Background: an optimization exercise with open tools, aiming at small area. Do not read the settings as production practice. In this exercise RTL edits were held to simulation tests only and were not proved equivalent to the original.

== lane 1 ==
## mxfp4_block_dot
module mxfp4_block_dot (
    input  wire         clk,
    input  wire         rst,
    input  wire         in_valid,
    input  wire         in_first,
    input  wire         in_last,
    input  wire [127:0] in_a,       
    input  wire [127:0] in_b,
    input  wire [7:0]   in_sa,      
    input  wire [7:0]   in_sb,      
    output reg          out_valid,
    output wire [31:0]  out_d
);
Size in the first run: about 310 I/O pins.
Settings: LEC_CHECK=0, ABC_AREA=1, CAP_MARGIN=10, CORE_MARGIN=2, CORE_UTILIZATION=55, SLEW_MARGIN=10; clock period 35.0 ns.
run.sh (not shown) runs the stock make flow with config.mk's settings and CLKGATE_MAP_FILE= SYNTH_SCRIPT=/design/flow/synth_recipe.tcl, a recipe that flattens the netlist after the stock synthesis.
Lane 1 | stages: all done | timing, DRC, antenna: all pass
Input changes introduced in lane 2 (baseline for comparison: lane 1):
==> flow/flow/run.sh (new file) <==
#!/bin/bash
# Own layout flow: the standard layout (standard.sh, ORFS), with three
# changes:
#  - synthesis skips Yosys's generic "abc -fast" pre-mapping inside synth
#    (SYNTH_ARGS=-noabc), so extract_fa sees the design's full adders as
#    written;
#  - ABC's technology mapping runs flow/area.abc (&dch + &nf with area
#    recovery) instead of abc_area.script; flow/my_synth.tcl is the standard flow's
#    synth_recipe.tcl with only that change;
#  - port buffers are the smallest buffer cell (sky130_fd_sc_hd__buf_1)
#    instead of the one buffer_ports picks by default.
# Everything else (floorplan, power grid, taps, placement, CTS, routing) is
# the standard flow. Each step's full log is under orfs/logs/; make's own
# output goes to flow.log.
set -euo pipefail
here=$(pwd)
bash standard.sh "SYNTH_SCRIPT=$here/flow/my_synth.tcl" "SYNTH_ARGS=-noabc" \
    "BUFFER_PORTS_ARGS=-buffer_cell sky130_fd_sc_hd__buf_1" finish > flow.log 2>&1
==> flow/flow/area.abc (new file) <==
strash
&get -n
&dch
&nf -R 1000
&put
topo
==> flow/flow/my_synth.tcl (new file) <==
# The standard flow's synthesis script (synth_recipe.tcl, in the work folder) unchanged,
# except that ABC's technology mapping runs flow/area.abc in place of the
# flow's abc_area.script.
set my_flow_dir [file dirname [file normalize [info script]]]
set my_abc_script [file join $my_flow_dir area.abc]
proc abc {args} {
  set i [lsearch -exact $args -script]
  if { $i >= 0 } {
    lset args [expr { $i + 1 }] $::my_abc_script
  }
  yosys abc {*}$args
}
source [file join [file dirname $my_flow_dir] synth_recipe.tcl]
==> flow/standard.sh (new file) <==
#!/bin/bash
# synth_recipe.tcl (not shown) runs the flow's synth.tcl, then flattens the netlist and writes it again
# the make line also repeats each setting of config.mk as NAME=value (left out here)
make -C /OpenROAD-flow-scripts/flow DESIGN_CONFIG=/design/flow/config.mk WORK_HOME=/design/flow/orfs CLKGATE_MAP_FILE= SYNTH_SCRIPT=/design/flow/synth_recipe.tcl "${@:-finish}"
removed: flow/run.sh
Notes after the runs:
In lane 2 relative to lane 1, total nets after synthesis had gone down by more than 10%.
Lane 2 does better than lane 1 on global-route wire length before repair.
Lane 1 → lane 2: largest net degree at the start of global routing moved down; global-route usage rose 4.7 points; final cycle utilization of the critical path went up by 11 points.
Having completed the whole flow, lane 2 delivered a layout that passed the timing, DRC and antenna checks.

---

Another version of the RTL of mxfp4_block_dot (not shown whole).
Size in the first run: roughly 2,900 cells after synthesis, roughly 60 flip-flops, ~310 I/O pins.
==> flow/config.mk <==
export PLATFORM = sky130hd
export DESIGN_NAME = mxfp4_block_dot
export DESIGN_NICKNAME = mxfp4_block_dot
export VERILOG_FILES = /design/flow/design.v
export SDC_FILE = /design/flow/constraint.sdc
export NUM_CORES = 4
export LEC_CHECK = 0
export ABC_AREA = 1
export CAP_MARGIN = 0
export CORE_MARGIN = 2
export CORE_UTILIZATION = 55
export SLEW_MARGIN = 0
==> flow/constraint.sdc <==
create_clock -name core_clock -period 35.0 [get_ports {clk}]
set_input_delay 7.0000 -clock core_clock [delete_from_list [all_inputs] [get_ports {clk}]]
set_output_delay 7.0000 -clock core_clock [all_outputs]
set_load 0.01 [all_outputs]
standard.sh (not shown) runs the stock make flow with config.mk's settings and CLKGATE_MAP_FILE= SYNTH_SCRIPT=/design/flow/synth_recipe.tcl, a recipe that flattens the netlist after the stock synthesis.
==> flow/flow/run.sh <==
#!/bin/bash
# Own layout flow: the standard layout (standard.sh, ORFS), with four
# changes:
#  - synthesis skips Yosys's generic "abc -fast" pre-mapping inside synth
#    (SYNTH_ARGS=-noabc), so extract_fa sees the design's full adders as
#    written;
#  - ABC's technology mapping runs flow/area.abc (&deepsyn, then &dch + &nf with area
#    recovery) instead of abc_area.script; flow/my_synth.tcl is the standard flow's
#    synth_recipe.tcl with only that change;
#  - port buffers are the smallest buffer cell (sky130_fd_sc_hd__buf_1)
#    instead of the one buffer_ports picks by default;
#  - clock tree synthesis builds the tree from clkbuf_4 cells (clkbuf_8 at
#    the root) instead of clkbuf_16, without dummy loads.
# Everything else (floorplan, power grid, taps, placement, CTS, routing) is
# the standard flow. Each step's full log is under orfs/logs/; make's own
# output goes to flow.log.
set -euo pipefail
here=$(pwd)
bash standard.sh "SYNTH_SCRIPT=$here/flow/my_synth.tcl" "SYNTH_ARGS=-noabc" \
    "BUFFER_PORTS_ARGS=-buffer_cell sky130_fd_sc_hd__buf_1" \
    "CTS_ARGS=-sink_clustering_enable -repair_clock_nets -dont_use_dummy_load -buf_list sky130_fd_sc_hd__clkbuf_4 -root_buf sky130_fd_sc_hd__clkbuf_8" \
    finish > flow.log 2>&1
==> flow/flow/area.abc <==
strash
&get -n
&deepsyn -T 60
&dch
&nf -R 1000
&put
topo
==> flow/flow/my_synth.tcl <==
# The standard flow's synthesis script (synth_recipe.tcl, in the work folder) unchanged,
# except that ABC's technology mapping runs flow/area.abc in place of the
# flow's abc_area.script.
set my_flow_dir [file dirname [file normalize [info script]]]
set my_abc_script [file join $my_flow_dir area.abc]
proc abc {args} {
  set i [lsearch -exact $args -script]
  if { $i >= 0 } {
    lset args [expr { $i + 1 }] $::my_abc_script
  }
  yosys abc {*}$args
}
source [file join [file dirname $my_flow_dir] synth_recipe.tcl]
The starting point completed with no timing, DRC or antenna violations.
Edit:
--- a/flow/flow/run.sh
+++ b/flow/flow/run.sh
@@ -5,5 +5,5 @@
 #    (SYNTH_ARGS=-noabc), so extract_fa sees the design's full adders as
 #    written;
-#  - ABC's technology mapping runs flow/area.abc (&deepsyn, then &dch + &nf with area
+#  - ABC's technology mapping runs flow/area.abc (&dch + &nf with area
 #    recovery) instead of abc_area.script; flow/my_synth.tcl is the standard flow's
 #    synth_recipe.tcl with only that change;
==> flow/flow/area.abc (replaced) <==
strash
&get -n
&dch
&nf -R 1000
&put
topo
Settings changed: CAP_MARGIN 0 to 10, SLEW_MARGIN 0 to 10.
Maximum frequency drops by 1.1%.
Die area came out higher by about 1.1%.
Register-to-register slack loses 0.34 ns.
Synthesized cell count grows by 1.9%.
Final cell count goes up by about 1.5%.
Area after synthesis rose by 1.1%.
Routed wire length is higher by 2.3%.
Setup slack got worse by 0.34 ns.
Design area went up by 0.95%.
Utilization grows by 0.30 points.
Edit:
--- a/flow/flow/run.sh
+++ b/flow/flow/run.sh
@@ -5,5 +5,5 @@
 #    (SYNTH_ARGS=-noabc), so extract_fa sees the design's full adders as
 #    written;
-#  - ABC's technology mapping runs flow/area.abc (&dch + &nf with area
+#  - ABC's technology mapping runs flow/area.abc (&deepsyn, then &dch + &nf with area
 #    recovery) instead of abc_area.script; flow/my_synth.tcl is the standard flow's
 #    synth_recipe.tcl with only that change;
==> flow/flow/area.abc (replaced) <==
strash
&get -n
&deepsyn -T 60
&dch
&nf -R 1000
&put
topo
The new run went through all stages and came out clean.
Die area came out lower by 1.1%.
Fmax is higher by about 1.1%.
Worst setup slack is better by 0.34 ns.
Via count shrinks by about 4%.
Global-route usage is about the same.
Critical path depth came out lower by 1.
Hold slack loses 0.016 ns.
Sequential share of layout area barely changes.
Routed wire length decreases by about 2.3%.

-- afterwards: timing with drivers on the ports --
The results above use ideal ports. As a check the final layouts listed here were re-extracted and re-timed, cells and wires unchanged. Step 1 assumes that a clkbuf_16 drives the clock port and a buf_2 every other input. Step 2 also shifts input and output timing later by t, the mid clock arrival at the registers, as if the neighbouring blocks saw the same clock. Slacks: ideal / step 1 / step 2; pairs: ideal / step 1.
| run | shift t [ns] | setup WS [ns] | hold slack, ns | latest minus earliest clock arrival (ns) | cell pins on the clock port's net |
|---|---|---|---|---|---|
| lane 1 | 0.381 | 6.182 / 6.182 / 6.182 | 0.426 / 0.426 / 0.426 | 0.008 / 0.008 | 1 |
| lane 2 | 0.392 | 2.320 / 2.320 / 2.320 | 0.415 / 0.415 / 0.415 | 0.012 / 0.012 | 1 |
| the first run of note 2 | 0.382 | 5.383 / 5.383 / 5.383 | 0.460 / 0.460 / 0.460 | 0.019 / 0.019 | 1 |
| the second run of note 2 | 0.393 | 5.045 / 5.045 / 5.045 | 0.476 / 0.476 / 0.476 | 0.017 / 0.017 | 1 |
| the third run of note 2 | 0.382 | 5.383 / 5.383 / 5.383 | 0.460 / 0.460 / 0.460 | 0.019 / 0.019 | 1 |
After both steps setup and hold are still met in every run listed.
